This is an optimization exercise on Yosys and OpenROAD, whose aim is small area, a short achievable clock period and few clock cycles per item, not a production implementation.
Function was checked by simulation only, so behaviour that the tests miss may differ from the original.

==> flow/design.v, too long to show whole: its modules and the start of the top module <==
// module ad8_fa: 4 lines
// module ad8_ha: 4 lines
// module ad8_mul8: 122 lines
// module ad8_csa8: 573 lines
// module aligned_dot8: 245 lines
module aligned_dot8 (
    input  wire         clk,
    input  wire         rst,
    input  wire         in_valid,
    input  wire [127:0] a_vec,
    input  wire [127:0] b_vec,
    input  wire         ftz,
    output wire         out_valid,
    output wire [31:0]  sum_word,
    output wire [31:0]  comp_word,
    output wire         ovf
);
  // ...
==> flow/run.sh <==
#!/bin/bash
# synth_recipe.tcl (not shown) runs the flow's synth.tcl, then flattens the netlist and writes it again
# the make line also repeats each setting of config.mk as NAME=value (left out here)
make -C /OpenROAD-flow-scripts/flow DESIGN_CONFIG=/design/flow/config.mk WORK_HOME=/design/flow/orfs CLKGATE_MAP_FILE= SYNTH_SCRIPT=/design/flow/synth_recipe.tcl finish
==> flow/config.mk <==
export PLATFORM = sky130hd
export DESIGN_NAME = aligned_dot8
export DESIGN_NICKNAME = aligned_dot8
export VERILOG_FILES = /design/flow/design.v
export SDC_FILE = /design/flow/constraint.sdc
export NUM_CORES = 4
export LEC_CHECK = 0
export ABC_AREA = 1
export CAP_MARGIN = 20
export CORE_MARGIN = 2
export CORE_UTILIZATION = 40
export PLACE_DENSITY = 0.55
export SLEW_MARGIN = 20
export SYNTH_HIERARCHICAL = 1
==> flow/constraint.sdc <==
create_clock -name core_clock -period 90.0 [get_ports {clk}]
set_input_delay 18.0000 -clock core_clock [delete_from_list [all_inputs] [get_ports {clk}]]
set_output_delay 18.0000 -clock core_clock [all_outputs]
set_load 0.01 [all_outputs]
==> metrics.md, run 1 <==
| Metric | Value |
|---|---|
| Htree depth | 2 |
| Crit path buf inv count | 9 |
| Slew @ Worst Pin | 1.22 ns |
| Routed met3 length | 13000 um |
| YS warnings | 7 |
| Die area | 0.172 mm2 |
| Fin util | 0.428 |
| Complex-gate fraction of the synthesized area | 0.159 |
| Cts hold-fix bufs | 0 |
| Initial DRC Count | 5624 |
| Multi-input combinational area share | 0.699 |
| Max incr delay on CP | 0.98 ns |
| Min Tclk post-route | 26.86 ns |
| Status | finished clean |
| Worst Setup SP | in_r[200]$_DFF_P_ |
| Hold Fails Final Rpt | 0 |
| Grt total ovfl | 0 |
| Stages on the worst setup path | 109 |
| Post-Synth XOR/XNOR Area | 0.0465 |
| Routed wl met2 | 109000 um |
| Fin nets | 11103 |
| Worst EP arrival | 27.40 ns |
| Top-area cell type share of the netlist area | 0.197 |
| Vias in the first global route | 61135 |
| Async SR Flop Fraction | 0 |
| Clock buf count | 65 |
| Placed cells | 11899 |
Testbench counts, summed over its fixed seeds: cycles 24,016, items 24,000.
==> module aligned_dot8, before the edit <==
module aligned_dot8 (
    input  wire         clk,
    input  wire         rst,
    input  wire         in_valid,
    input  wire [127:0] a_vec,
    input  wire [127:0] b_vec,
    input  wire         ftz,
    output wire         out_valid,
    output wire [31:0]  sum_word,
    output wire [31:0]  comp_word,
    output wire         ovf
);
    localparam P_IN  = 1;    
    localparam P_A   = 0;    
    localparam P_B   = 0;    
    localparam P_C   = 0;    
    localparam P_D   = 1;    
    localparam P_E   = 0;    
    localparam P_OUT = 1;    
    localparam LAT   = P_IN + P_A + P_B + P_C + P_D + P_E + P_OUT;
    reg [LAT-1:0] vpipe;
    always @(posedge clk) begin
        if (rst) vpipe <= {LAT{1'b0}};
        else     vpipe <= {vpipe, in_valid};
    end
    assign out_valid = vpipe[LAT-1];
    reg  [256:0] in_r;
    always @(posedge clk) in_r <= {ftz, b_vec, a_vec};
    wire [256:0] in_q = P_IN ? in_r : {ftz, b_vec, a_vec};
    wire [127:0] a0   = in_q[127:0];
    wire [127:0] b0   = in_q[255:128];
    wire         ftz0 = in_q[256];
    wire [8*16-1:0] prod_a;
    wire [8*9-1:0]  raw_a;
    wire [8*10-1:0] lead_a;
    wire [7:0]      fin_a, neg_a, nan_a, inf_a;
    genvar gk;
    generate
        for (gk = 0; gk < 8; gk = gk + 1) begin : g_lane
            wire [15:0] a = a0[16*gk +: 16];
            wire [15:0] b = b0[16*gk +: 16];
            wire [7:0] ea = a[14:7];
            wire [7:0] eb = b[14:7];
            wire [6:0] ma = a[6:0];
            wire [6:0] mb = b[6:0];
            wire a_e0 = (ea == 8'h00);
            wire b_e0 = (eb == 8'h00);
            wire a_ef = (ea == 8'hFF);
            wire b_ef = (eb == 8'hFF);
            wire a_m0 = (ma == 7'd0);
            wire b_m0 = (mb == 7'd0);
            wire a_zero = a_e0 & (a_m0 | ftz0);
            wire b_zero = b_e0 & (b_m0 | ftz0);
            wire a_inf  = a_ef & a_m0;
            wire b_inf  = b_ef & b_m0;
            wire fin    = ~(a_ef | b_ef | a_zero | b_zero);
            assign neg_a[gk] = a[15] ^ b[15];
            assign nan_a[gk] = (a_ef & ~a_m0) | (b_ef & ~b_m0) | (a_inf & b_zero) | (b_inf & a_zero);
            assign inf_a[gk] = ~nan_a[gk] & (a_inf | b_inf);
            assign fin_a[gk] = fin;
            wire [15:0] p;
            ad8_mul8 u_mul (.a({~a_e0, ma}), .b({~b_e0, mb}), .p(p));
            wire [8:0] raw = {1'b0, ea[7:1], ea[0] | a_e0} + {1'b0, eb[7:1], eb[0] | b_e0};
            reg  [3:0] msb;
            integer j;
            always @* begin
                msb = 4'd0;
                for (j = 0; j < 16; j = j + 1)
                    if (p[j]) msb = j[3:0];
            end
            assign prod_a[16*gk +: 16] = p;
            assign raw_a[9*gk +: 9]    = raw;
            assign lead_a[10*gk +: 10] = fin ? ({1'b0, raw} + {6'd0, msb}) : 10'd0;
        end
    endgenerate
    wire [7:0] nks_a = fin_a & neg_a;
    wire       infp_a = |(inf_a & ~neg_a);
    wire       infn_a = |(inf_a & neg_a);
    wire [2:0] fl_a   = {(|nan_a) | (infp_a & infn_a), infp_a | infn_a, infn_a};
    localparam WA = 8*16 + 8*9 + 8*10 + 8 + 3 + 1;
    wire [WA-1:0] a_d = {ftz0, fl_a, nks_a, lead_a, raw_a, prod_a};
    reg  [WA-1:0] a_r;
    always @(posedge clk) a_r <= a_d;
    wire [WA-1:0] a_q = P_A ? a_r : a_d;
    wire [8*16-1:0] prod_b = a_q[0 +: 128];
    wire [8*9-1:0]  raw_b  = a_q[128 +: 72];
    wire [8*10-1:0] lead_b = a_q[200 +: 80];
    wire [7:0]      nks_b  = a_q[280 +: 8];
    wire [2:0]      fl_b   = a_q[288 +: 3];
    wire            ftz_b  = a_q[291];
    function [9:0] max2(input [9:0] x, input [9:0] y);
        max2 = (x > y) ? x : y;
    endfunction
    wire [9:0] e_b = max2(max2(max2(lead_b[0 +: 10], lead_b[10 +: 10]), max2(lead_b[20 +: 10], lead_b[30 +: 10])),
                          max2(max2(lead_b[40 +: 10], lead_b[50 +: 10]), max2(lead_b[60 +: 10], lead_b[70 +: 10])));
    localparam WB = 128 + 72 + 80 + 8 + 3 + 1 + 10;
    wire [WB-1:0] b_d = {e_b, ftz_b, fl_b, nks_b, lead_b, raw_b, prod_b};
    reg  [WB-1:0] b_r;
    always @(posedge clk) b_r <= b_d;
    wire [WB-1:0] b_q = P_B ? b_r : b_d;
    wire [8*16-1:0] prod_c = b_q[0 +: 128];
    wire [8*9-1:0]  raw_c  = b_q[128 +: 72];
    wire [8*10-1:0] lead_c = b_q[200 +: 80];
    wire [7:0]      nks_c  = b_q[280 +: 8];
    wire [2:0]      fl_c   = b_q[288 +: 3];
    wire            ftz_c  = b_q[291];
    wire [9:0]      e_c    = b_q[292 +: 10];
    wire [8*40-1:0] x_c;
    generate
        for (gk = 0; gk < 8; gk = gk + 1) begin : g_align
            wire               nk = nks_c[gk];
            wire [9:0]         t  = e_c - {1'b0, raw_c[9*gk +: 9]};
            wire signed [55:0] v  = {nk, prod_c[16*gk +: 16] ^ {16{nk}}, {39{nk}}};
            wire signed [55:0] sh = v >>> t[5:0];
            wire               z  = (lead_c[10*gk +: 10] == 10'd0) | (|t[9:6]);
            assign x_c[40*gk +: 40] = z ? {40{nk}} : sh[39:0];
        end
    endgenerate
    reg [3:0] cnt_c;
    integer kc;
    always @* begin
        cnt_c = 4'd0;
        for (kc = 0; kc < 8; kc = kc + 1) cnt_c = cnt_c + {3'd0, nks_c[kc]};
    end
    localparam WC = 320 + 4 + 10 + 3 + 1;
    wire [WC-1:0] c_d = {ftz_c, fl_c, e_c, cnt_c, x_c};
    reg  [WC-1:0] c_r;
    always @(posedge clk) c_r <= c_d;
    wire [WC-1:0] c_q = P_C ? c_r : c_d;
    wire [319:0] x_d   = c_q[0 +: 320];
    wire [3:0]   cnt_d = c_q[320 +: 4];
    wire [9:0]   e_d   = c_q[324 +: 10];
    wire [2:0]   fl_d  = c_q[334 +: 3];
    wire         ftz_d = c_q[337];
    wire [42:0] r0_d, r1_d;
    ad8_csa8 u_csa (.x0(x_d[0 +: 40]), .x1(x_d[40 +: 40]), .x2(x_d[80 +: 40]), .x3(x_d[120 +: 40]),
                    .x4(x_d[160 +: 40]), .x5(x_d[200 +: 40]), .x6(x_d[240 +: 40]), .x7(x_d[280 +: 40]),
                    .cnt(cnt_d), .r0(r0_d), .r1(r1_d));
    wire [42:0] u_d = r0_d + r1_d;
    wire [43:0] s_d = {{1'b0, u_d[42:40]} - cnt_d, u_d[39:0]};
    localparam WD = 44 + 10 + 3 + 1;
    wire [WD-1:0] d_d = {ftz_d, fl_d, e_d, s_d};
    reg  [WD-1:0] d_r;
    always @(posedge clk) d_r <= d_d;
    wire [WD-1:0] d_q = P_D ? d_r : d_d;
    wire [43:0] s_e   = d_q[0 +: 44];
    wire [9:0]  e_e   = d_q[44 +: 10];
    wire [2:0]  fl_e  = d_q[54 +: 3];
    wire        ftz_e = d_q[57];
    wire        sgn_e = s_e[43];
    wire [42:0] mag_e = sgn_e ? (~s_e[42:0] + 43'd1) : s_e[42:0];
    wire        mzero_e = (s_e == 44'd0);
    reg  [5:0]  lz_e;
    integer i;
    always @* begin
        lz_e = 6'd42;
        for (i = 0; i < 43; i = i + 1)
            if (mag_e[i]) lz_e = 6'd42 - i[5:0];
    end
    wire signed [11:0] eb139_e  = $signed({2'b00, e_e}) - 12'sd139;
    wire signed [11:0] eadjs_e  = eb139_e - $signed({6'd0, lz_e});
    wire               gnorm_e  = ~eadjs_e[11];
    wire signed [11:0] ssh_e    = gnorm_e ? $signed({6'd0, lz_e}) : eb139_e;
    wire        sund_e  = (ssh_e < -12'sd25);
    wire [6:0]  samt_e  = sund_e ? 7'd0 : ssh_e[6:0] + 7'd25;
    wire [67:0] fx_e    = {25'd0, mag_e} << samt_e;
    wire [42:0] f_e     = sund_e ? 43'd0 : fx_e[67:25];
    wire        lost_e  = sund_e | (|fx_e[24:0]);
    wire [24:0] q_e     = {1'b0, f_e[42:19]} + {24'd0, f_e[18]};
    wire [8:0]  eadj_e  = gnorm_e ? eadjs_e[8:0] : 9'd0;
    wire [9:0]  efld_e  = {1'b0, eadj_e} + {8'd0, q_e[24:23]};
    wire        g_ovf_e  = ~mzero_e & (efld_e >= 10'd255);
    wire        g_zero_e = mzero_e | ((efld_e == 10'd0) & (ftz_e | (q_e[22:0] == 23'd0)));
    wire [31:0] g_bits_e = {sgn_e, efld_e[7:0], q_e[22:0]};
    wire [18:0] low_e    = f_e[18:0];
    wire        guard_e  = f_e[18];
    wire        below0_e = (f_e[17:0] == 18'd0) & ~lost_e;
    localparam WE = 32 + 19 + 6 + 6 + 10 + 3 + 1;
    wire [WE-1:0] e_dd = {ftz_e, fl_e, e_e, lz_e, sgn_e, gnorm_e, g_ovf_e, g_zero_e, guard_e, below0_e, low_e, g_bits_e};
    reg  [WE-1:0] e_r;
    always @(posedge clk) e_r <= e_dd;
    wire [WE-1:0] e_q = P_E ? e_r : e_dd;
    wire [31:0] g_bits_f = e_q[0 +: 32];
    wire [18:0] low_f    = e_q[32 +: 19];
    wire        below0_f = e_q[51];
    wire        guard_f  = e_q[52];
    wire        g_zero_f = e_q[53];
    wire        g_ovf_f  = e_q[54];
    wire        gnorm_f  = e_q[55];
    wire        sgn_f    = e_q[56];
    wire [5:0]  lz_f     = e_q[57 +: 6];
    wire [9:0]  e_f      = e_q[63 +: 10];
    wire [2:0]  fl_f     = e_q[73 +: 3];
    wire        ftz_f    = e_q[76];
    wire        rneg_f  = sgn_f ^ guard_f;
    wire [18:0] rem_f   = guard_f ? (~low_f + 19'd1) : low_f;
    wire        rzero_f = (rem_f == 19'd0);
    reg  [4:0]  lzr_f;
    always @* begin
        lzr_f = 5'd18;
        for (i = 0; i < 19; i = i + 1)
            if (rem_f[i]) lzr_f = 5'd18 - i[4:0];
    end
    wire signed [11:0] s2_f    = $signed({2'b00, e_f}) - 12'sd158 - $signed({6'd0, lz_f});
    wire signed [11:0] lzr5_f  = $signed({7'd0, lzr_f}) + 12'sd5;
    wire               cnorm_f = (s2_f >= lzr5_f);
    wire signed [11:0] sc_f    = cnorm_f ? lzr5_f : s2_f;
    wire [5:0]  scamt_f = (sc_f < -12'sd19) ? 6'd0 : sc_f[5:0] + 6'd19;
    wire [61:0] cx_f    = {43'd0, rem_f} << scamt_f;
    wire [23:0] cfld_f  = cx_f[42:19];
    wire [23:0] q2_f    = cfld_f + {23'd0, cx_f[18]};
    wire [11:0] efc_f   = $signed({2'b00, e_f}) - 12'sd162 - $signed({6'd0, lz_f}) - $signed({7'd0, lzr_f});
    wire [31:0] cn_f    = cnorm_f ? {rneg_f, efc_f[7:0], cfld_f[22:0]}
                                  : (ftz_f ? {rneg_f, 31'd0} : {rneg_f, 8'd0, q2_f[22:0]});
    reg  [31:0] c_bits_f;
    always @* begin
        if (g_zero_f)
            c_bits_f = {sgn_f, 31'd0};
        else if (gnorm_f)
            c_bits_f = rzero_f ? 32'd0 : cn_f;
        else if (!below0_f)
            c_bits_f = {rneg_f, 31'd0};
        else if (!guard_f)
            c_bits_f = 32'd0;
        else
            c_bits_f = {rneg_f, 30'd0, ~ftz_f};
    end
    reg  [64:0] o_d;
    always @* begin
        if (fl_f[2])
            o_d = {1'b0, 32'd0, 32'h7FC0_0000};
        else if (fl_f[1])
            o_d = {1'b0, 32'd0, fl_f[0], 31'h7F80_0000};
        else if (g_ovf_f)
            o_d = {1'b1, 32'd0, sgn_f, 31'h7F80_0000};
        else
            o_d = {1'b0, c_bits_f, g_zero_f ? 32'd0 : g_bits_f};
    end
    reg  [64:0] o_r;
    always @(posedge clk) o_r <= o_d;
    wire [64:0] o_q = P_OUT ? o_r : o_d;
    assign sum_word  = o_q[31:0];
    assign comp_word = o_q[63:32];
    assign ovf       = o_q[64];
endmodule
==> run 2: changes to the inputs <==
--- a/flow/design.v
+++ b/flow/design.v
@@ -717,3 +717,3 @@
     localparam P_A   = 0;    
-    localparam P_B   = 0;    
+    localparam P_B   = 1;    
     localparam P_C   = 0;    
@@ -798,4 +798,10 @@
                           max2(max2(lead_b[40 +: 10], lead_b[50 +: 10]), max2(lead_b[60 +: 10], lead_b[70 +: 10])));
-    localparam WB = 128 + 72 + 80 + 8 + 3 + 1 + 10;
-    wire [WB-1:0] b_d = {e_b, ftz_b, fl_b, nks_b, lead_b, raw_b, prod_b};
+    wire [7:0] live_b;
+    generate
+        for (gk = 0; gk < 8; gk = gk + 1) begin : g_live
+            assign live_b[gk] = (lead_b[10*gk +: 10] != 10'd0);
+        end
+    endgenerate
+    localparam WB = 128 + 72 + 8 + 8 + 3 + 1 + 10;
+    wire [WB-1:0] b_d = {e_b, ftz_b, fl_b, nks_b, live_b, raw_b, prod_b};
     reg  [WB-1:0] b_r;
@@ -805,7 +811,7 @@
     wire [8*9-1:0]  raw_c  = b_q[128 +: 72];
-    wire [8*10-1:0] lead_c = b_q[200 +: 80];
-    wire [7:0]      nks_c  = b_q[280 +: 8];
-    wire [2:0]      fl_c   = b_q[288 +: 3];
-    wire            ftz_c  = b_q[291];
-    wire [9:0]      e_c    = b_q[292 +: 10];
+    wire [7:0]      live_c = b_q[200 +: 8];
+    wire [7:0]      nks_c  = b_q[208 +: 8];
+    wire [2:0]      fl_c   = b_q[216 +: 3];
+    wire            ftz_c  = b_q[219];
+    wire [9:0]      e_c    = b_q[220 +: 10];
     wire [8*40-1:0] x_c;
@@ -817,3 +823,3 @@
             wire signed [55:0] sh = v >>> t[5:0];
-            wire               z  = (lead_c[10*gk +: 10] == 10'd0) | (|t[9:6]);
+            wire               z  = ~live_c[gk] | (|t[9:6]);
             assign x_c[40*gk +: 40] = z ? {40{nk}} : sh[39:0];
==> run 2 against run 1 <==
Against the previous run:
- worst hold slack got worse by 0.081 ns
- clock-buffer cell count increased by 24
- final cell count increased by 1.3%
- design area increased by 6.7%
- critical endpoint is now comp_word[10]
- critical path type is now reg -> out
- global-route usage decreased by 1.7 points
- clock skew increased by 0.0065 ns
==> metrics.md, run 2 <==
| Metric | Value |
|---|---|
| CTS resizes | 0 |
| Die W | 426 um |
| Post-synth top flop | dfxtp_1 |
| Routed Antenna Nets | 0 |
| Peak fanout along the critical path | 1 |
| Min Tclk post-route | 19.57 ns (-7.29 ns) |
| Mapped Area | 0.0712 mm2 |
| Cell with the most instances after synthesis | nand2_1 |
| Critical path capture point type | output port |
| Tcrit/Tclk final | 0.217 |
| WL/cell | 19.2 um |
| Largest registers | in_r (257), b_r (230), o_r (65) |
| Register with the highest flop count | in_r |
| CP top delay family | buffers and inverters |
| Total GRT Usage | 0.254 |
| Share of layout cells above drive strength 1 | 0.0464 |
| Stages on the worst setup path | 1 (-99%) |
| Top-area cell type share of the netlist area | 0.186 (-0.0103) |
| Unique masters post-synth | 93 |
| Worst endpoint required time | 72.00 ns |
| Die area | 0.181 mm2 (+5.5%) |
| RSZ-0062 raised after global routing | no |
| Critical Setup Path Class | reg -> out |
| Number of I/O pins | 326 |
| Hpwl dp | 195000 um |
| Max incr delay on CP | 0.54 ns (-0.44 ns) |
| Die height | 426 um |
| # rows | 154 |
| IO Port Bufs | 325 |
| Reg-to-reg endpoint | o_r[52]$_SDFF_PP0_ |
| Most common cell after layout, fill and taps aside | nand2_1 |
| Commonest cells post-synth | nand2_1 (2218), inv_1 (1482), o21ai_0 (971) |
| FF-to-FF setup slack | 71.41 ns |
| Setup crit end | comp_word[10] |
| Fin. max-slew vios | 0 |
| RR Startpoint | d_r[43]$_DFF_P_ |
| Cts hold-fix bufs | 0 (unchanged) |
| Worst EP arrival | 1.57 ns (-25.83 ns) |
| Vias in the first global route | 61191 (+0.092%) |
| Router iterations before antenna repair | 6 |
| Async SR Flop Fraction | 0 (unchanged) |
| ANT cells | 0 |
| Max FFs per register | 257 |
| Num CTS Buffers | 74 |
| Commonest non-fill, non-tap cells in the layout | nand2_1 (2218), inv_1 (1482), o21ai_0 (971), fa_1 (663), dfxtp_1 (613) |
| Final WL | 233000 um |
| Fin util | 0.434 (+0.00526) |
| Status | finished clean |
| Clock Skews | 0.0271 ns |
| Setup tns final | 0 ns |
| Mean post-synth cell area | 7.17 um2 |
| Via count | 63219 |
| Fmax | 0.0511 GHz |
| CP Cell Sequence | clkdlybuf4s50_1 |
| CTS tree | done |
| Sequential area share after synthesis | 0.173 |
| Initial DRC Count | 4770 (-15%) |
| R2R cell count | 129 |
| Clock Latency Late Sink | 0.72 ns |
| CP Launch Type | register |
| Fin nets | 11109 (+0.054%) |
| Crit path buf inv count | 1 (-8) |
| Number of synthesized flops with an enable pin | 0 |
| Clock Path Buffers | 3 |
| CTS Root Buffer Type | clkbuf_16 |
| Crit-path slowest cell | clkdlybuf4s50_1 |
| Area Growth Syn to Fin | 7.43% |
| Max_slew headroom | 0.221 |
| Slew @ Worst Pin | 1.17 ns (-0.0518 ns) |
| Max Cap Violations | 0 |
| Seq cells post-synth | 614 |
| Postcts setup bufs | 0 |
| YS warnings | 7 (unchanged) |
| # DRC | 0 |
| Worst hold path class | reg -> reg |
| Clk slew on worst S/H paths | 0.06 ns |
| Cells after Synth | 9941 |
| # setup viols final | 0 |
| Leading area contributor after synthesis | fa_1 |
| Worst Setup SP | o_r[42]$_SDFF_PP0_ |
| First-pass GRT wire length | 358000 um |
| Maximum number of pins on one net before global-route repair | 58 |
| Initial Utilization | 0.404 |
| Syn nets | 11301 |
| # clock sinks | 614 |
| Grt total ovfl | 0 (unchanged) |
| Hold Fails Final Rpt | 0 (unchanged) |
| Routed vias/inst | 5.21 |
| Core Region | 0.176 mm2 |
| Placer Congestion | 1.01 |
| Antenna violations before repair | 1 |
| Htree depth | 3 (+1) |
| Synth top area cells | fa_1 (19%), dfxtp_1 (17%), nand2_1 (12%) |
[run 2: per-stage QoR]
stage	setup slack, ns	hold slack (ns)	instance area (um2)	cells
after floorplan	71.67	0.310	71200	9941
after global placement	71.16	0.312	73900	12013
after detailed placement	71.15	0.325	73900	12013
after CTS	70.33	0.330	76500	12145
after global routing	69.15	0.341	76500	12145
final	70.43	0.331	76500	12145
[run 2: cell type report]
class | instances | area [um2]
Clock inverter | 43 | 543
Multi-Input combinational cell | 7130 | 49300
Timing Repair Buffer | 378 | 3650
Sequential cell | 614 | 12300
Fill cell | 18328 | 100000
Tap cell | 2340 | 2930
Clock buffer | 89 | 2010
Inverter | 1551 | 5850
[run 2: routing by layer]
metal | routed length [um] | track usage | up-vias | part of all wire
li1 | - | - | 31412 | -
met1 | 106000 | 0.344 | 29942 | 0.46
met2 | 107000 | 0.416 | 1570 | 0.46
met3 | 10900 | 0.0271 | 295 | 0.047
met4 | 9060 | 0.0959 | 0 | 0.039
met5 | 0 | 0 | - | 0
[run 2: cells by family (layout without fill, tap and decap cells)]
logic type	after synthesis	count (layout)	share of synthesized area
other cells	2	2	0.000105
flops	614	614	0.173
mux	33	33	0.00464
fa+ha+maj	1100	1100	0.263
simple gates	3839	3839	0.235
buf+inv	2197	2061	0.136
xor+xnor	334	334	0.0415
compound gates	1822	1822	0.147
[run 2: worst min-delay path by stage]
stage	from	to	cells after the start
finish	b_r[219]$_DFF_P_	d_r[57]$_DFF_P_	0
global route	b_r[216]$_DFF_P_	d_r[54]$_DFF_P_	0
CTS	b_r[219]$_DFF_P_	d_r[57]$_DFF_P_	0
detailed placement	b_r[219]$_DFF_P_	d_r[57]$_DFF_P_	0
global placement	b_r[219]$_DFF_P_	d_r[57]$_DFF_P_	0
floorplan	b_r[216]$_DFF_P_	d_r[54]$_DFF_P_	0
[run 2: Yosys stat by module (local to each module, per instance)]
module / flops+latches / area [um2] / copies in the design / cells inside
ad8_fa: 0 / 20.0 / 623 / 1
ad8_mul8: 0 / 681 / 8 / 160
aligned_dot8: 614 / 51300 / 1 / 7844
ad8_ha: 0 / 12.5 / 107 / 1
ad8_csa8: 0 / 649 / 1 / 87
Testbench counts of run 2, summed over its fixed seeds: cycles 24,024, items 24,000.
==> run 3: changes to the inputs <==
--- a/flow/design.v
+++ b/flow/design.v
@@ -723,2 +723,26 @@
     localparam LAT   = P_IN + P_A + P_B + P_C + P_D + P_E + P_OUT;
+    function [12:0] radd(input [11:0] x, input [11:0] y, input ci);
+        integer n;
+        reg c;
+        begin
+            c = ci;
+            for (n = 0; n < 12; n = n + 1) begin
+                radd[n] = x[n] ^ y[n] ^ c;
+                c = (x[n] & y[n]) | (x[n] & c) | (y[n] & c);
+            end
+            radd[12] = c;
+        end
+    endfunction
+    function [16:0] radd16(input [15:0] x, input [15:0] y, input ci);
+        integer n;
+        reg c;
+        begin
+            c = ci;
+            for (n = 0; n < 16; n = n + 1) begin
+                radd16[n] = x[n] ^ y[n] ^ c;
+                c = (x[n] & y[n]) | (x[n] & c) | (y[n] & c);
+            end
+            radd16[16] = c;
+        end
+    endfunction
     reg [LAT-1:0] vpipe;
@@ -765,3 +789,4 @@
             ad8_mul8 u_mul (.a({~a_e0, ma}), .b({~b_e0, mb}), .p(p));
-            wire [8:0] raw = {1'b0, ea[7:1], ea[0] | a_e0} + {1'b0, eb[7:1], eb[0] | b_e0};
+            wire [12:0] rawx = radd({4'd0, ea[7:1], ea[0] | a_e0}, {4'd0, eb[7:1], eb[0] | b_e0}, 1'b0);
+            wire [8:0] raw = rawx[8:0];
             reg  [3:0] msb;
@@ -773,5 +798,6 @@
             end
+            wire [12:0] leadx = radd({3'd0, raw}, {8'd0, msb}, 1'b0);
             assign prod_a[16*gk +: 16] = p;
             assign raw_a[9*gk +: 9]    = raw;
-            assign lead_a[10*gk +: 10] = fin ? ({1'b0, raw} + {6'd0, msb}) : 10'd0;
+            assign lead_a[10*gk +: 10] = fin ? leadx[9:0] : 10'd0;
         end
@@ -820,3 +846,4 @@
             wire               nk = nks_c[gk];
-            wire [9:0]         t  = e_c - {1'b0, raw_c[9*gk +: 9]};
+            wire [12:0]        tx = radd({2'd0, e_c}, ~{3'd0, raw_c[9*gk +: 9]}, 1'b1);
+            wire [9:0]         t  = tx[9:0];
             wire signed [55:0] v  = {nk, prod_c[16*gk +: 16] ^ {16{nk}}, {39{nk}}};
@@ -847,3 +874,9 @@
                     .cnt(cnt_d), .r0(r0_d), .r1(r1_d));
-    wire [42:0] u_d = r0_d + r1_d;
+    wire [16:0] ul_d  = radd16({1'b0, r0_d[14:0]}, {1'b0, r1_d[14:0]}, 1'b0);
+    wire [16:0] um0_d = radd16({2'b0, r0_d[28:15]}, {2'b0, r1_d[28:15]}, 1'b0);
+    wire [16:0] um1_d = radd16({2'b0, r0_d[28:15]}, {2'b0, r1_d[28:15]}, 1'b1);
+    wire [16:0] uh0_d = radd16({2'b0, r0_d[42:29]}, {2'b0, r1_d[42:29]}, 1'b0);
+    wire [16:0] uh1_d = radd16({2'b0, r0_d[42:29]}, {2'b0, r1_d[42:29]}, 1'b1);
+    wire [14:0] um_d  = ul_d[15] ? um1_d[14:0] : um0_d[14:0];
+    wire [42:0] u_d   = {um_d[14] ? uh1_d[13:0] : uh0_d[13:0], um_d[13:0], ul_d[14:0]};
     wire [43:0] s_d = {{1'b0, u_d[42:40]} - cnt_d, u_d[39:0]};
@@ -868,8 +901,10 @@
     end
-    wire signed [11:0] eb139_e  = $signed({2'b00, e_e}) - 12'sd139;
-    wire signed [11:0] eadjs_e  = eb139_e - $signed({6'd0, lz_e});
-    wire               gnorm_e  = ~eadjs_e[11];
-    wire signed [11:0] ssh_e    = gnorm_e ? $signed({6'd0, lz_e}) : eb139_e;
-    wire        sund_e  = (ssh_e < -12'sd25);
-    wire [6:0]  samt_e  = sund_e ? 7'd0 : ssh_e[6:0] + 7'd25;
+    wire [12:0] eb139x_e = radd({2'b00, e_e}, ~12'd139, 1'b1);
+    wire [11:0] eb139_e  = eb139x_e[11:0];
+    wire [12:0] eadjx_e  = radd(eb139_e, ~{6'd0, lz_e}, 1'b1);
+    wire [11:0] eadjs_e  = eadjx_e[11:0];
+    wire        gnorm_e  = ~eadjs_e[11];
+    wire [12:0] eb25x_e  = radd({2'b00, e_e}, ~12'd114, 1'b1);    
+    wire        sund_e  = ~gnorm_e & eb25x_e[11];
+    wire [6:0]  samt_e  = gnorm_e ? {1'b0, lz_e} + 7'd25 : (sund_e ? 7'd0 : eb25x_e[6:0]);
     wire [67:0] fx_e    = {25'd0, mag_e} << samt_e;
@@ -879,4 +914,5 @@
     wire [8:0]  eadj_e  = gnorm_e ? eadjs_e[8:0] : 9'd0;
-    wire [9:0]  efld_e  = {1'b0, eadj_e} + {8'd0, q_e[24:23]};
-    wire        g_ovf_e  = ~mzero_e & (efld_e >= 10'd255);
+    wire [12:0] efldx_e = radd({3'd0, eadj_e}, {10'd0, q_e[24:23]}, 1'b0);
+    wire [9:0]  efld_e  = efldx_e[9:0];
+    wire        g_ovf_e  = ~mzero_e & (efld_e[9] | efld_e[8] | (&efld_e[7:0]));
     wire        g_zero_e = mzero_e | ((efld_e == 10'd0) & (ftz_e | (q_e[22:0] == 23'd0)));
@@ -886,4 +922,4 @@
     wire        below0_e = (f_e[17:0] == 18'd0) & ~lost_e;
-    localparam WE = 32 + 19 + 6 + 6 + 10 + 3 + 1;
-    wire [WE-1:0] e_dd = {ftz_e, fl_e, e_e, lz_e, sgn_e, gnorm_e, g_ovf_e, g_zero_e, guard_e, below0_e, low_e, g_bits_e};
+    localparam WE = 32 + 19 + 6 + 12 + 3 + 1;
+    wire [WE-1:0] e_dd = {ftz_e, fl_e, eadjs_e, sgn_e, gnorm_e, g_ovf_e, g_zero_e, guard_e, below0_e, low_e, g_bits_e};
     reg  [WE-1:0] e_r;
@@ -899,6 +935,5 @@
     wire        sgn_f    = e_q[56];
-    wire [5:0]  lz_f     = e_q[57 +: 6];
-    wire [9:0]  e_f      = e_q[63 +: 10];
-    wire [2:0]  fl_f     = e_q[73 +: 3];
-    wire        ftz_f    = e_q[76];
+    wire [11:0] eadjs_f  = e_q[57 +: 12];
+    wire [2:0]  fl_f     = e_q[69 +: 3];
+    wire        ftz_f    = e_q[72];
     wire        rneg_f  = sgn_f ^ guard_f;
@@ -912,7 +947,5 @@
     end
-    wire signed [11:0] s2_f    = $signed({2'b00, e_f}) - 12'sd158 - $signed({6'd0, lz_f});
-    wire signed [11:0] lzr5_f  = $signed({7'd0, lzr_f}) + 12'sd5;
-    wire               cnorm_f = (s2_f >= lzr5_f);
-    wire signed [11:0] sc_f    = cnorm_f ? lzr5_f : s2_f;
-    wire [5:0]  scamt_f = (sc_f < -12'sd19) ? 6'd0 : sc_f[5:0] + 6'd19;
+    wire [12:0] dcx_f   = radd(eadjs_f, ~({7'd0, lzr_f} + 12'd24), 1'b1);   
+    wire        cnorm_f = ~dcx_f[11];
+    wire [5:0]  scamt_f = cnorm_f ? {1'b0, lzr_f} + 6'd24 : eadjs_f[5:0];
     wire [61:0] cx_f    = {43'd0, rem_f} << scamt_f;
@@ -920,3 +953,4 @@
     wire [23:0] q2_f    = cfld_f + {23'd0, cx_f[18]};
-    wire [11:0] efc_f   = $signed({2'b00, e_f}) - 12'sd162 - $signed({6'd0, lz_f}) - $signed({7'd0, lzr_f});
+    wire [12:0] efcx_f  = radd(eadjs_f, ~({7'd0, lzr_f} + 12'd23), 1'b1);   
+    wire [11:0] efc_f   = efcx_f[11:0];
     wire [31:0] cn_f    = cnorm_f ? {rneg_f, efc_f[7:0], cfld_f[22:0]}
==> run 3 against run 2 <==
Against the previous run:
- clock skew rose by 0.028 ns
- synthesized area fell by 3.8%
- global-route usage rose by 0.49 points
- highest routed layer is now met5
==> metrics.md, run 3 <==
| Metric | Value |
|---|---|
| Complex-gate fraction of the synthesized area | 0.131 (-0.0160) |
| Slew @ Worst Pin | 1.14 ns (-0.0306 ns) |
| Syn nets | 10743 (-4.9%) |
| Status | finished clean |
| Hold Path Stages | 0 (unchanged) |
| RSZ-0062 raised after global routing | no |
| Sequential area share after synthesis | 0.179 (+0.00673) |
| Core Region | 0.170 mm2 (-3.8%) |
| CTS Root Buffer Type | clkbuf_16 |
| Router iterations before antenna repair | 6 (unchanged) |
| Layout Cells excl Fill | 11426 (-5.9%) |
| Post-DP Area | 0.0712 mm2 (-3.8%) |
| CTS tree | done |
| Die height | 418 um (-1.9%) |
| Cell with the most instances after synthesis | nand2_1 |
| Area Growth Syn to Fin | 7.49% (about the same) |
| Max_slew headroom | 0.234 (+0.0134) |
| Placed cells | 11282 (-6.1%) |
| Unique masters post-synth | 79 (-15%) |
| Peak fanout along the critical path | 1 (unchanged) |
| Top-area cell type share of the netlist area | 0.233 (+0.0467) |
| Critical Setup Path Class | reg -> out |
| Num CTS Buffers | 74 (unchanged) |
| Max Cap Violations | 0 (unchanged) |
| Number of I/O pins | 326 (unchanged) |
| Max incr delay on CP | 0.53 ns (about the same) |
| Critical path capture point type | output port |
| IO Port Bufs | 325 (unchanged) |
| Commonest non-fill, non-tap cells in the layout | nand2_1 (2124), inv_1 (1284), o21ai_0 (962), fa_1 (798), nand3_1 (710) |
| Clk slew on worst S/H paths | 0.06 ns (about the same) |
| Die area | 0.175 mm2 (-3.7%) |
| First-pass GRT wire length | 350000 um (-2.4%) |
| Async SR Flop Fraction | 0 (unchanged) |
| Placer Congestion | 1.02 (+1.1%) |
| HP Start | b_r[219]$_DFF_P_ |
| Clock Path Buffers | 3 (unchanged) |
| CTS resizes | 0 (unchanged) |
| YS warnings | 7 (unchanged) |
| Post-synthesis mux area share | 0.00513 (+0.000491) |
| # DRC | 0 (unchanged) |
| Leading area contributor after synthesis | fa_1 |
| Antenna violations before repair | 8 (+7) |
| Share of layout cells above drive strength 1 | 0.0377 (-0.00869) |
| Final WL | 228000 um (-2.3%) |
| Via count | 60354 (-4.5%) |
| Clock Latency Late Sink | 0.75 ns (+0.03 ns) |
| Hpwl dp | 191000 um (-2.0%) |
| Postcts setup bufs | 0 (unchanged) |
| Fin. max-slew vios | 0 (unchanged) |
| Worst endpoint required time | 72.00 ns (about the same) |
| Mapped Area | 0.0686 mm2 (-3.8%) |
| CP Cell Sequence | clkdlybuf4s50_1 |
| Adder-cell share of the synthesized area | 0.291 (+0.0274) |
| Initial DRC Count | 5031 (+5.5%) |
| Vias in the first global route | 59334 (-3.0%) |
| Synth top area cells | fa_1 (23%), dfxtp_1 (18%), nand2_1 (12%) |
| Worst EP arrival | 1.57 ns (about the same) |
| Largest registers | in_r (257), b_r (230), o_r (65) |
| Htree depth | 3 (unchanged) |
| # clock sinks | 614 (unchanged) |
| Maximum number of pins on one net before global-route repair | 57 (-1.7%) |
| Total GRT Usage | 0.259 (+0.00486) |
| Post-route cell area | 0.0737 mm2 (-3.7%) |
| Number of synthesized flops with an enable pin | 0 (unchanged) |
| Fmax | 0.0511 GHz (about the same) |
| Commonest cells post-synth | nand2_1 (2124), inv_1 (1284), o21ai_0 (962) |
| # rows | 151 (-1.9%) |
| Clock Skews | 0.0551 ns (+0.0280 ns) |
| Min Tclk post-route | 19.57 ns (-0.00150 ns) |
| FF-to-FF setup slack | 71.38 ns (-0.03 ns) |
| # setup viols final | 0 (unchanged) |
| Tcrit/Tclk final | 0.217 (about the same) |
| CP Launch Type | register |
| RR Startpoint | b_r[220]$_DFF_P_ |
| WL/cell | 19.9 um (+3.9%) |
| Cells after Synth | 9370 (-5.7%) |
| Main combinational cell family by area after synthesis | adder cells |
| Grt total ovfl | 0 (unchanged) |
| R2R cell count | 69 (-47%) |
| Crit path buf inv count | 1 (unchanged) |
| Cts hold-fix bufs | 0 (unchanged) |
| Synth Area in Simple Gates | 0.236 (+0.00121) |
| Worst hold path class | reg -> reg |
| Die W | 418 um (-1.9%) |
| CP top delay family | buffers and inverters |
| Routed vias/inst | 5.28 (+1.5%) |
| Max FFs per register | 257 (unchanged) |
| Fin nets | 10513 (-5.4%) |
| Mean post-synth cell area | 7.32 um2 (+2.1%) |
| Post-synth top flop | dfxtp_1 |
| Post-Synth XOR/XNOR Area | 0.0301 (-0.0114) |
| Crit-path slowest cell | clkdlybuf4s50_1 |
| Register with the highest flop count | in_r |
| Reg-to-reg endpoint | d_r[43]$_DFF_P_ |
| Seq cells post-synth | 614 (unchanged) |
| Initial Utilization | 0.404 (about the same) |
| Setup tns final | 0 ns (unchanged) |
| Most common cell after layout, fill and taps aside | nand2_1 |
| Worst Hold Path EP | d_r[57]$_DFF_P_ |
| Hold Fails Final Rpt | 0 (unchanged) |
| Routed Antenna Nets | 0 (unchanged) |
## run 3: changes by cell type in the layout (fill, tap and decap cells not counted), moves of 81 or more
cell / previous run / this run
o211ai_1: 38 / 135
inv_1: 1482 / 1284
ha_1: 437 / 315
o221ai_1: 176 / 54
fa_1: 663 / 798
nand3_1: 500 / 710
a21oi_1: 356 / 234
nand2_1: 2218 / 2124
xor2_1: 263 / 182
## run 3: cells by family after synthesis
| group | count (synthesis) |
|---|---|
| AO/OA/AOI/OAI | 1583 |
| XOR/XNOR | 233 |
| adder cells (fa/ha/maj) | 1113 |
| buffers and inverters | 2015 |
| flip-flops | 614 |
| multiplexers | 35 |
| other | 1 |
| AND/OR/NAND/NOR | 3776 |
## run 3: worst register-to-register path, delay by kind of cell, from the launching register on
family                     cells  cell delay [ns]
AOI/OAI and AO/OA              9             1.64
xor gates and xnor gates       3             0.37
adders and majority gates     28            10.99
buffers and inverters          6             1.73
DFF                            1             0.31
and+or+nand+nor               23             3.47
## run 3: worst max-delay path by stage
stage,start,end,slack [ns],cells after the start
floorplan,o_r[32]$_SDFF_PP0_,comp_word[0],71.67,0
global placement,o_r[24]$_SDFF_PP1_,sum_word[24],71.16,1
detailed placement,o_r[29]$_SDFF_PP1_,sum_word[29],71.15,1
CTS,o_r[52]$_SDFF_PP0_,comp_word[20],70.33,1
global route,b_r[220]$_DFF_P_,d_r[43]$_DFF_P_,70.16,69
finish,o_r[52]$_SDFF_PP0_,comp_word[20],70.43,1
## run 3: layout make-up
cell class	instances	area [um2]
fill	17446	96200
multi-input combinational	6741	47500
sequential	614	12300
inverter	1345	5050
timing repair buffer	364	3550
tap	2218	2780
clock buffer	87	2000
clock inverter	49	508
antenna	8	20.0
## run 3: per-stage QoR
step | worst slack [ns] | hold WS, ns | util
final | 70.43 | 0.325 | 0.434
after floorplan | 71.67 | 0.310 | -
after global routing | 70.16 | 0.338 | 0.434
after global placement | 71.16 | 0.312 | 0.419
after detailed placement | 71.15 | 0.314 | 0.419
after CTS | 70.33 | 0.327 | 0.434
## run 3: layer usage
layer  vias to the layer above  part of all wire  GRT usage  wire (um)
li1                      29415                 -          -          -
met1                     28975              0.45      0.351     102000
met2                      1688              0.46      0.426     106000
met3                       272             0.053     0.0328      12100
met4                         4             0.033     0.0847       7480
met5                         -           0.00010          0         23
## run 3: per-module statistics from Yosys (local to each module, per instance)
module        area (um2)  times used  flops+latches  cells
ad8_csa8             649           1              0     87
ad8_fa              20.0         623              0      1
ad8_mul8             681           8              0    160
ad8_ha              12.5         107              0      1
aligned_dot8       48600           1            614   7273
Testbench counts of run 3, summed over its fixed seeds: cycles 24,024, items 24,000.
==> module ad8_mul8, before the edit <==
module ad8_mul8 (input wire [7:0] a, input wire [7:0] b, output wire [15:0] p);
    wire [63:0] pp;
    genvar i, j;
    generate for (i = 0; i < 8; i = i + 1) begin : g_i
        for (j = 0; j < 8; j = j + 1) begin : g_j
            assign pp[8*i+j] = a[i] & b[j];
        end
    end endgenerate
    wire m_1, m_2;
    ad8_ha u_m_1 (.a(pp[6]), .b(pp[13]), .s(m_1), .co(m_2));
    wire m_3, m_4;
    ad8_fa u_m_3 (.a(pp[7]), .b(pp[14]), .c(pp[21]), .s(m_3), .co(m_4));
    wire m_5, m_6;
    ad8_ha u_m_5 (.a(pp[28]), .b(pp[35]), .s(m_5), .co(m_6));
    wire m_7, m_8;
    ad8_fa u_m_7 (.a(pp[15]), .b(pp[22]), .c(pp[29]), .s(m_7), .co(m_8));
    wire m_9, m_10;
    ad8_ha u_m_9 (.a(pp[36]), .b(pp[43]), .s(m_9), .co(m_10));
    wire m_11, m_12;
    ad8_fa u_m_11 (.a(pp[23]), .b(pp[30]), .c(pp[37]), .s(m_11), .co(m_12));
    wire m_13, m_14;
    ad8_ha u_m_13 (.a(pp[4]), .b(pp[11]), .s(m_13), .co(m_14));
    wire m_15, m_16;
    ad8_fa u_m_15 (.a(pp[5]), .b(pp[12]), .c(pp[19]), .s(m_15), .co(m_16));
    wire m_17, m_18;
    ad8_ha u_m_17 (.a(pp[26]), .b(pp[33]), .s(m_17), .co(m_18));
    wire m_19, m_20;
    ad8_fa u_m_19 (.a(m_1), .b(pp[20]), .c(pp[27]), .s(m_19), .co(m_20));
    wire m_21, m_22;
    ad8_fa u_m_21 (.a(pp[34]), .b(pp[41]), .c(pp[48]), .s(m_21), .co(m_22));
    wire m_23, m_24;
    ad8_fa u_m_23 (.a(m_3), .b(m_5), .c(pp[42]), .s(m_23), .co(m_24));
    wire m_25, m_26;
    ad8_fa u_m_25 (.a(pp[49]), .b(pp[56]), .c(m_2), .s(m_25), .co(m_26));
    wire m_27, m_28;
    ad8_fa u_m_27 (.a(m_7), .b(m_9), .c(pp[50]), .s(m_27), .co(m_28));
    wire m_29, m_30;
    ad8_fa u_m_29 (.a(pp[57]), .b(m_4), .c(m_6), .s(m_29), .co(m_30));
    wire m_31, m_32;
    ad8_fa u_m_31 (.a(m_11), .b(pp[44]), .c(pp[51]), .s(m_31), .co(m_32));
    wire m_33, m_34;
    ad8_fa u_m_33 (.a(pp[58]), .b(m_8), .c(m_10), .s(m_33), .co(m_34));
    wire m_35, m_36;
    ad8_fa u_m_35 (.a(pp[31]), .b(pp[38]), .c(pp[45]), .s(m_35), .co(m_36));
    wire m_37, m_38;
    ad8_fa u_m_37 (.a(pp[52]), .b(pp[59]), .c(m_12), .s(m_37), .co(m_38));
    wire m_39, m_40;
    ad8_fa u_m_39 (.a(pp[39]), .b(pp[46]), .c(pp[53]), .s(m_39), .co(m_40));
    wire m_41, m_42;
    ad8_ha u_m_41 (.a(pp[3]), .b(pp[10]), .s(m_41), .co(m_42));
    wire m_43, m_44;
    ad8_fa u_m_43 (.a(m_13), .b(pp[18]), .c(pp[25]), .s(m_43), .co(m_44));
    wire m_45, m_46;
    ad8_fa u_m_45 (.a(m_15), .b(m_17), .c(pp[40]), .s(m_45), .co(m_46));
    wire m_47, m_48;
    ad8_fa u_m_47 (.a(m_19), .b(m_21), .c(m_16), .s(m_47), .co(m_48));
    wire m_49, m_50;
    ad8_fa u_m_49 (.a(m_23), .b(m_25), .c(m_20), .s(m_49), .co(m_50));
    wire m_51, m_52;
    ad8_fa u_m_51 (.a(m_27), .b(m_29), .c(m_24), .s(m_51), .co(m_52));
    wire m_53, m_54;
    ad8_fa u_m_53 (.a(m_31), .b(m_33), .c(m_28), .s(m_53), .co(m_54));
    wire m_55, m_56;
    ad8_fa u_m_55 (.a(m_35), .b(m_37), .c(m_32), .s(m_55), .co(m_56));
    wire m_57, m_58;
    ad8_fa u_m_57 (.a(m_39), .b(pp[60]), .c(m_36), .s(m_57), .co(m_58));
    wire m_59, m_60;
    ad8_fa u_m_59 (.a(pp[47]), .b(pp[54]), .c(pp[61]), .s(m_59), .co(m_60));
    wire m_61, m_62;
    ad8_ha u_m_61 (.a(pp[2]), .b(pp[9]), .s(m_61), .co(m_62));
    wire m_63, m_64;
    ad8_fa u_m_63 (.a(m_41), .b(pp[17]), .c(pp[24]), .s(m_63), .co(m_64));
    wire m_65, m_66;
    ad8_fa u_m_65 (.a(m_43), .b(pp[32]), .c(m_42), .s(m_65), .co(m_66));
    wire m_67, m_68;
    ad8_fa u_m_67 (.a(m_45), .b(m_14), .c(m_44), .s(m_67), .co(m_68));
    wire m_69, m_70;
    ad8_fa u_m_69 (.a(m_47), .b(m_18), .c(m_46), .s(m_69), .co(m_70));
    wire m_71, m_72;
    ad8_fa u_m_71 (.a(m_49), .b(m_22), .c(m_48), .s(m_71), .co(m_72));
    wire m_73, m_74;
    ad8_fa u_m_73 (.a(m_51), .b(m_26), .c(m_50), .s(m_73), .co(m_74));
    wire m_75, m_76;
    ad8_fa u_m_75 (.a(m_53), .b(m_30), .c(m_52), .s(m_75), .co(m_76));
    wire m_77, m_78;
    ad8_fa u_m_77 (.a(m_55), .b(m_34), .c(m_54), .s(m_77), .co(m_78));
    wire m_79, m_80;
    ad8_fa u_m_79 (.a(m_57), .b(m_38), .c(m_56), .s(m_79), .co(m_80));
    wire m_81, m_82;
    ad8_fa u_m_81 (.a(m_59), .b(m_40), .c(m_58), .s(m_81), .co(m_82));
    wire m_83, m_84;
    ad8_fa u_m_83 (.a(pp[55]), .b(pp[62]), .c(m_60), .s(m_83), .co(m_84));
    wire m_85, m_86;
    ad8_ha u_m_85 (.a(pp[1]), .b(pp[8]), .s(m_85), .co(m_86));
    wire m_87, m_88;
    ad8_fa u_m_87 (.a(m_61), .b(pp[16]), .c(m_86), .s(m_87), .co(m_88));
    wire m_89, m_90;
    ad8_fa u_m_89 (.a(m_63), .b(m_62), .c(m_88), .s(m_89), .co(m_90));
    wire m_91, m_92;
    ad8_fa u_m_91 (.a(m_65), .b(m_64), .c(m_90), .s(m_91), .co(m_92));
    wire m_93, m_94;
    ad8_fa u_m_93 (.a(m_67), .b(m_66), .c(m_92), .s(m_93), .co(m_94));
    wire m_95, m_96;
    ad8_fa u_m_95 (.a(m_69), .b(m_68), .c(m_94), .s(m_95), .co(m_96));
    wire m_97, m_98;
    ad8_fa u_m_97 (.a(m_71), .b(m_70), .c(m_96), .s(m_97), .co(m_98));
    wire m_99, m_100;
    ad8_fa u_m_99 (.a(m_73), .b(m_72), .c(m_98), .s(m_99), .co(m_100));
    wire m_101, m_102;
    ad8_fa u_m_101 (.a(m_75), .b(m_74), .c(m_100), .s(m_101), .co(m_102));
    wire m_103, m_104;
    ad8_fa u_m_103 (.a(m_77), .b(m_76), .c(m_102), .s(m_103), .co(m_104));
    wire m_105, m_106;
    ad8_fa u_m_105 (.a(m_79), .b(m_78), .c(m_104), .s(m_105), .co(m_106));
    wire m_107, m_108;
    ad8_fa u_m_107 (.a(m_81), .b(m_80), .c(m_106), .s(m_107), .co(m_108));
    wire m_109, m_110;
    ad8_fa u_m_109 (.a(m_83), .b(m_82), .c(m_108), .s(m_109), .co(m_110));
    wire m_111, m_112;
    ad8_fa u_m_111 (.a(pp[63]), .b(m_84), .c(m_110), .s(m_111), .co(m_112));
    assign p = {m_112, m_111, m_109, m_107, m_105, m_103, m_101, m_99, m_97, m_95, m_93, m_91, m_89, m_87, m_85, pp[0]};
endmodule
==> run 4: changes to the inputs <==
--- a/flow/design.v
+++ b/flow/design.v
@@ -8,3 +8,3 @@
 endmodule
-module ad8_mul8 (input wire [7:0] a, input wire [7:0] b, output wire [15:0] p);
+module ad8_mul8 (input wire [7:0] a, input wire [7:0] b, output wire [15:0] pn);
     wire [63:0] pp;
@@ -13,23 +13,23 @@
         for (j = 0; j < 8; j = j + 1) begin : g_j
-            assign pp[8*i+j] = a[i] & b[j];
+            assign pp[8*i+j] = ~(a[i] & b[j]);
         end
     end endgenerate
-    wire m_1, m_2;
-    ad8_ha u_m_1 (.a(pp[6]), .b(pp[13]), .s(m_1), .co(m_2));
+    wire m_1 = ~(pp[6] ^ pp[13]);
+    wire m_2 = pp[6] | pp[13];
     wire m_3, m_4;
     ad8_fa u_m_3 (.a(pp[7]), .b(pp[14]), .c(pp[21]), .s(m_3), .co(m_4));
-    wire m_5, m_6;
-    ad8_ha u_m_5 (.a(pp[28]), .b(pp[35]), .s(m_5), .co(m_6));
+    wire m_5 = ~(pp[28] ^ pp[35]);
+    wire m_6 = pp[28] | pp[35];
     wire m_7, m_8;
     ad8_fa u_m_7 (.a(pp[15]), .b(pp[22]), .c(pp[29]), .s(m_7), .co(m_8));
-    wire m_9, m_10;
-    ad8_ha u_m_9 (.a(pp[36]), .b(pp[43]), .s(m_9), .co(m_10));
+    wire m_9 = ~(pp[36] ^ pp[43]);
+    wire m_10 = pp[36] | pp[43];
     wire m_11, m_12;
     ad8_fa u_m_11 (.a(pp[23]), .b(pp[30]), .c(pp[37]), .s(m_11), .co(m_12));
-    wire m_13, m_14;
-    ad8_ha u_m_13 (.a(pp[4]), .b(pp[11]), .s(m_13), .co(m_14));
+    wire m_13 = ~(pp[4] ^ pp[11]);
+    wire m_14 = pp[4] | pp[11];
     wire m_15, m_16;
     ad8_fa u_m_15 (.a(pp[5]), .b(pp[12]), .c(pp[19]), .s(m_15), .co(m_16));
-    wire m_17, m_18;
-    ad8_ha u_m_17 (.a(pp[26]), .b(pp[33]), .s(m_17), .co(m_18));
+    wire m_17 = ~(pp[26] ^ pp[33]);
+    wire m_18 = pp[26] | pp[33];
     wire m_19, m_20;
@@ -56,4 +56,4 @@
     ad8_fa u_m_39 (.a(pp[39]), .b(pp[46]), .c(pp[53]), .s(m_39), .co(m_40));
-    wire m_41, m_42;
-    ad8_ha u_m_41 (.a(pp[3]), .b(pp[10]), .s(m_41), .co(m_42));
+    wire m_41 = ~(pp[3] ^ pp[10]);
+    wire m_42 = pp[3] | pp[10];
     wire m_43, m_44;
@@ -76,4 +76,4 @@
     ad8_fa u_m_59 (.a(pp[47]), .b(pp[54]), .c(pp[61]), .s(m_59), .co(m_60));
-    wire m_61, m_62;
-    ad8_ha u_m_61 (.a(pp[2]), .b(pp[9]), .s(m_61), .co(m_62));
+    wire m_61 = ~(pp[2] ^ pp[9]);
+    wire m_62 = pp[2] | pp[9];
     wire m_63, m_64;
@@ -100,4 +100,4 @@
     ad8_fa u_m_83 (.a(pp[55]), .b(pp[62]), .c(m_60), .s(m_83), .co(m_84));
-    wire m_85, m_86;
-    ad8_ha u_m_85 (.a(pp[1]), .b(pp[8]), .s(m_85), .co(m_86));
+    wire m_85 = ~(pp[1] ^ pp[8]);
+    wire m_86 = pp[1] | pp[8];
     wire m_87, m_88;
@@ -128,3 +128,3 @@
     ad8_fa u_m_111 (.a(pp[63]), .b(m_84), .c(m_110), .s(m_111), .co(m_112));
-    assign p = {m_112, m_111, m_109, m_107, m_105, m_103, m_101, m_99, m_97, m_95, m_93, m_91, m_89, m_87, m_85, pp[0]};
+    assign pn = {m_112, m_111, m_109, m_107, m_105, m_103, m_101, m_99, m_97, m_95, m_93, m_91, m_89, m_87, m_85, pp[0]};
 endmodule
@@ -787,4 +787,5 @@
             assign fin_a[gk] = fin;
-            wire [15:0] p;
-            ad8_mul8 u_mul (.a({~a_e0, ma}), .b({~b_e0, mb}), .p(p));
+            wire [15:0] pn;
+            ad8_mul8 u_mul (.a({~a_e0, ma}), .b({~b_e0, mb}), .pn(pn));
+            wire [15:0] p = ~pn;
             wire [12:0] rawx = radd({4'd0, ea[7:1], ea[0] | a_e0}, {4'd0, eb[7:1], eb[0] | b_e0}, 1'b0);
==> run 4 against run 3 <==
Against the previous run:
- first-iteration DRC count fell by 11%
- sequential share of layout area up 0.27 points
- clock-buffer cell count grew 10
- final cell count is 2.8% lower
- register-to-register slack improved by 0.40 ns
- worst hold slack better by 0.0022 ns
- worst setup slack lost 0.0064 ns
- die area is 1.1% lower
- flip-flop and latch count did not move
- design area is 1.5% lower
- critical endpoint is now comp_word[17]
- largest cell class unchanged
==> metrics.md, run 4 <==
| Metric | Value |
|---|---|
| Via count | 58551 (-3.0%) |
| Clock Path Buffers | 3 (unchanged) |
| Layout Cells excl Fill | 11108 (-2.8%) |
| Hpwl dp | 185000 um (-3.3%) |
| Worst endpoint required time | 72.00 ns (about the same) |
| Grt total ovfl | 0 (unchanged) |
| Crit-path slowest cell | clkdlybuf4s50_1 |
| Peak fanout along the critical path | 1 (unchanged) |
| Setup tns final | 0 ns (unchanged) |
| Total GRT Usage | 0.252 (-0.00639) |
| Cts hold-fix bufs | 0 (unchanged) |
| Largest registers | in_r (257), b_r (230), o_r (65) |
| Fin. max-slew vios | 0 (unchanged) |
| Post-route cell area | 0.0726 mm2 (-1.5%) |
| Commonest non-fill, non-tap cells in the layout | nand2_1 (2164), inv_1 (1133), o21ai_0 (978), fa_1 (798), dfxtp_1 (610) |
| IO Port Bufs | 325 (unchanged) |
| Mean post-synth cell area | 7.50 um2 (+2.5%) |
| Async SR Flop Fraction | 0 (unchanged) |
| Worst hold path class | reg -> reg |
| CP Launch Type | register |
| Cells after Synth | 9033 (-3.6%) |
| Sequential area share after synthesis | 0.181 (+0.00209) |
| Min Tclk post-route | 19.58 ns (+0.00640 ns) |
| Clock Skews | 0.0384 ns (-0.0166 ns) |
| Critical path capture point type | output port |
| Postcts setup bufs | 0 (unchanged) |
| Top-area cell type share of the netlist area | 0.236 (+0.00271) |
| Routed vias/inst | 5.27 (-0.21%) |
| Mapped Area | 0.0678 mm2 (-1.1%) |
| WL/cell | 19.8 um (-0.53%) |
| # rows | 151 (unchanged) |
| Slew @ Worst Pin | 1.11 ns (-0.0244 ns) |
| Max FFs per register | 257 (unchanged) |
| Register with the highest flop count | in_r |
| Syn nets | 10406 (-3.1%) |
| Final hold slack | 0.328 ns (+0.00225 ns) |
| Placed cells | 10964 (-2.8%) |
| Final WL | 220000 um (-3.3%) |
| Clk slew on worst S/H paths | 0.06 ns (about the same) |
| Number of synthesized flops with an enable pin | 0 (unchanged) |
| Fmax | 0.0511 GHz (about the same) |
| Max_slew headroom | 0.259 (+0.0242) |
| Unique masters post-synth | 73 (-7.6%) |
| Share of layout cells above drive strength 1 | 0.0400 (+0.00224) |
| Clock Latency Late Sink | 0.74 ns (about the same) |
| Synth top area cells | fa_1 (24%), dfxtp_1 (18%), nand2_1 (12%) |
| Fin util | 0.430 (-0.00427) |
| Fin nets | 10196 (-3.0%) |
| RSZ-0062 raised after global routing | no |
| # setup viols final | 0 (unchanged) |
| Crit path buf inv count | 1 (unchanged) |
| CP top delay family | buffers and inverters |
| Critical Setup Path Class | reg -> out |
| Leading area contributor after synthesis | fa_1 |
| Num CTS Buffers | 75 (+1.4%) |
| Htree depth | 3 (unchanged) |
| Hold Fails Final Rpt | 0 (unchanged) |
| Max incr delay on CP | 0.53 ns (about the same) |
| Routed Antenna Nets | 0 (unchanged) |
| Number of I/O pins | 326 (unchanged) |
| Post-DP Area | 0.0699 mm2 (-1.7%) |
| Commonest cells post-synth | nand2_1 (2164), inv_1 (1133), o21ai_0 (978) |
| Post-synth top flop | dfxtp_1 |
| Tcrit/Tclk final | 0.218 (about the same) |
| Status | finished clean |
| YS warnings | 7 (unchanged) |
| CTS tree | done |
| Initial Utilization | 0.401 (-0.00241) |
| Cell with the most instances after synthesis | nand2_1 |
| Die area | 0.173 mm2 (-1.1%) |
| Die W | 416 um (-0.57%) |
| Placer Congestion | 1.04 (+1.8%) |
| Core Region | 0.169 mm2 (-0.56%) |
| Router iterations before antenna repair | 6 (unchanged) |
| Seq cells post-synth | 614 (unchanged) |
| CP Cell Sequence | clkdlybuf4s50_1 |
| CTS Root Buffer Type | clkbuf_16 |
| CTS resizes | 0 (unchanged) |
| Worst EP arrival | 1.58 ns (about the same) |
| Vias in the first global route | 57335 (-3.4%) |
| Antenna violations before repair | 4 (-4) |
| Die height | 416 um (-0.57%) |
| # DRC | 0 (unchanged) |
| Maximum number of pins on one net before global-route repair | 57 (unchanged) |
| Most common cell after layout, fill and taps aside | nand2_1 |
| Max Cap Violations | 0 (unchanged) |
| First-pass GRT wire length | 337000 um (-3.6%) |
| # clock sinks | 614 (unchanged) |
| Initial DRC Count | 4499 (-11%) |
| Area Growth Syn to Fin | 7.07% |
==> run 4: changes by cell type after synthesis, moves of 11 or more <==
| cell | before | now |
|---|---|---|
| nor2_1 | 529 | 457 |
| inv_1 | 1284 | 1133 |
| buf_1 | 34 | 17 |
| nand3_1 | 710 | 547 |
| a21oi_1 | 234 | 251 |
| buf_4 | 235 | 290 |
| inv_2 | 43 | 32 |
| nand2_1 | 2124 | 2164 |
| o221ai_1 | 54 | 83 |
| clkbuf_1 | 216 | 233 |
| o21ai_0 | 962 | 978 |
| o211ai_1 | 135 | 103 |
| buf_2 | 170 | 36 |
| buf_6 | 14 | 80 |
==> run 4: cell type report <==
class / count / area [um2]
repair buffers: 369 / 3580
clock buffers: 97 / 2130
multi-input cells: 6575 / 46800
diodes: 6 / 15.0
well taps: 2218 / 2780
inverters: 1188 / 4460
clock inverters: 41 / 459
fillers: 17589 / 96300
flip-flops and latches: 614 / 12300
==> run 4: final timing paths <==
check,startpoint,end,slack [ns],cells past startpoint
hold reg to reg,b_r[219]$_DFF_P_,d_r[57]$_DFF_P_,0.33,0
setup reg to reg,b_r[220]$_DFF_P_,d_r[43]$_DFF_P_,71.78,69
setup / recovery,o_r[49]$_SDFF_PP0_,comp_word[17],70.42,1
hold / removal,b_r[219]$_DFF_P_,d_r[57]$_DFF_P_,0.33,0
==> run 4: kinds of logic (layout without fill, tap and decap cells) <==
group / after synthesis / count (layout) / share of synthesized area
buffers and inverters: 1844 / 1695 / 0.128
xor gates and xnor gates: 233 / 233 / 0.0304
adders and majority gates: 1113 / 1113 / 0.294
other: 1 / 7 / 0.0000553
AOI/OAI and AO/OA: 1617 / 1617 / 0.135
muxes: 38 / 38 / 0.00563
DFF: 614 / 614 / 0.181
and+or+nand+nor: 3573 / 3573 / 0.226
==> run 4: per-stage QoR <==
stage	worst slack [ns]
after global routing	70.35
after global placement	71.17
after floorplan	71.67
after detailed placement	71.16
after CTS	70.33
final	70.42
==> run 4: metal layers <==
metal / GRT usage / share of wire / up-vias
met2: 0.416 / 0.46 / 1557
li1: - / - / 28483
met1: 0.345 / 0.46 / 28253
met5: 0 / 0 / -
met4: 0.0855 / 0.033 / 0
met3: 0.0267 / 0.048 / 258
==> run 4: Yosys stat by module (local to each module, per instance) <==
module / cells / flops+latches / times used
ad8_mul8: 136 / 0 / 8
ad8_fa: 1 / 0 / 623
ad8_ha: 1 / 0 / 43
aligned_dot8: 7192 / 614 / 1
ad8_csa8: 87 / 0 / 1
Testbench counts of run 4, summed over its fixed seeds: cycles 24,024, items 24,000.

## what the ideal ports hide
The flow's constraints put no driver on any port. The routed layouts listed below were extracted and timed again, unchanged, in two steps.
Step 1, drivers: a clkbuf_16 drives clk and a buf_2 each remaining input, both assumed.
Step 2 moves the port delays by t, midway between the first and last clock arrival at a register: inputs arrive t later, outputs are due t later. That takes back most of the time a late clock gives input paths.
Slacks: ideal ports / drivers / drivers and shift; pairs: ideal ports / drivers.
run | shift t [ns] | setup slack, ns | worst setup path at the end
run 1 | 0.742 | 63.139 / 63.139 / 63.139 | register to register
run 2 | 0.796 | 70.428 / 70.339 / 71.135 | register to output
run 3 | 0.798 | 70.429 / 70.350 / 71.148 | register to output
run 4 | 0.813 | 70.423 / 70.333 / 71.146 | register to output
After both steps every run listed still meets setup and hold.
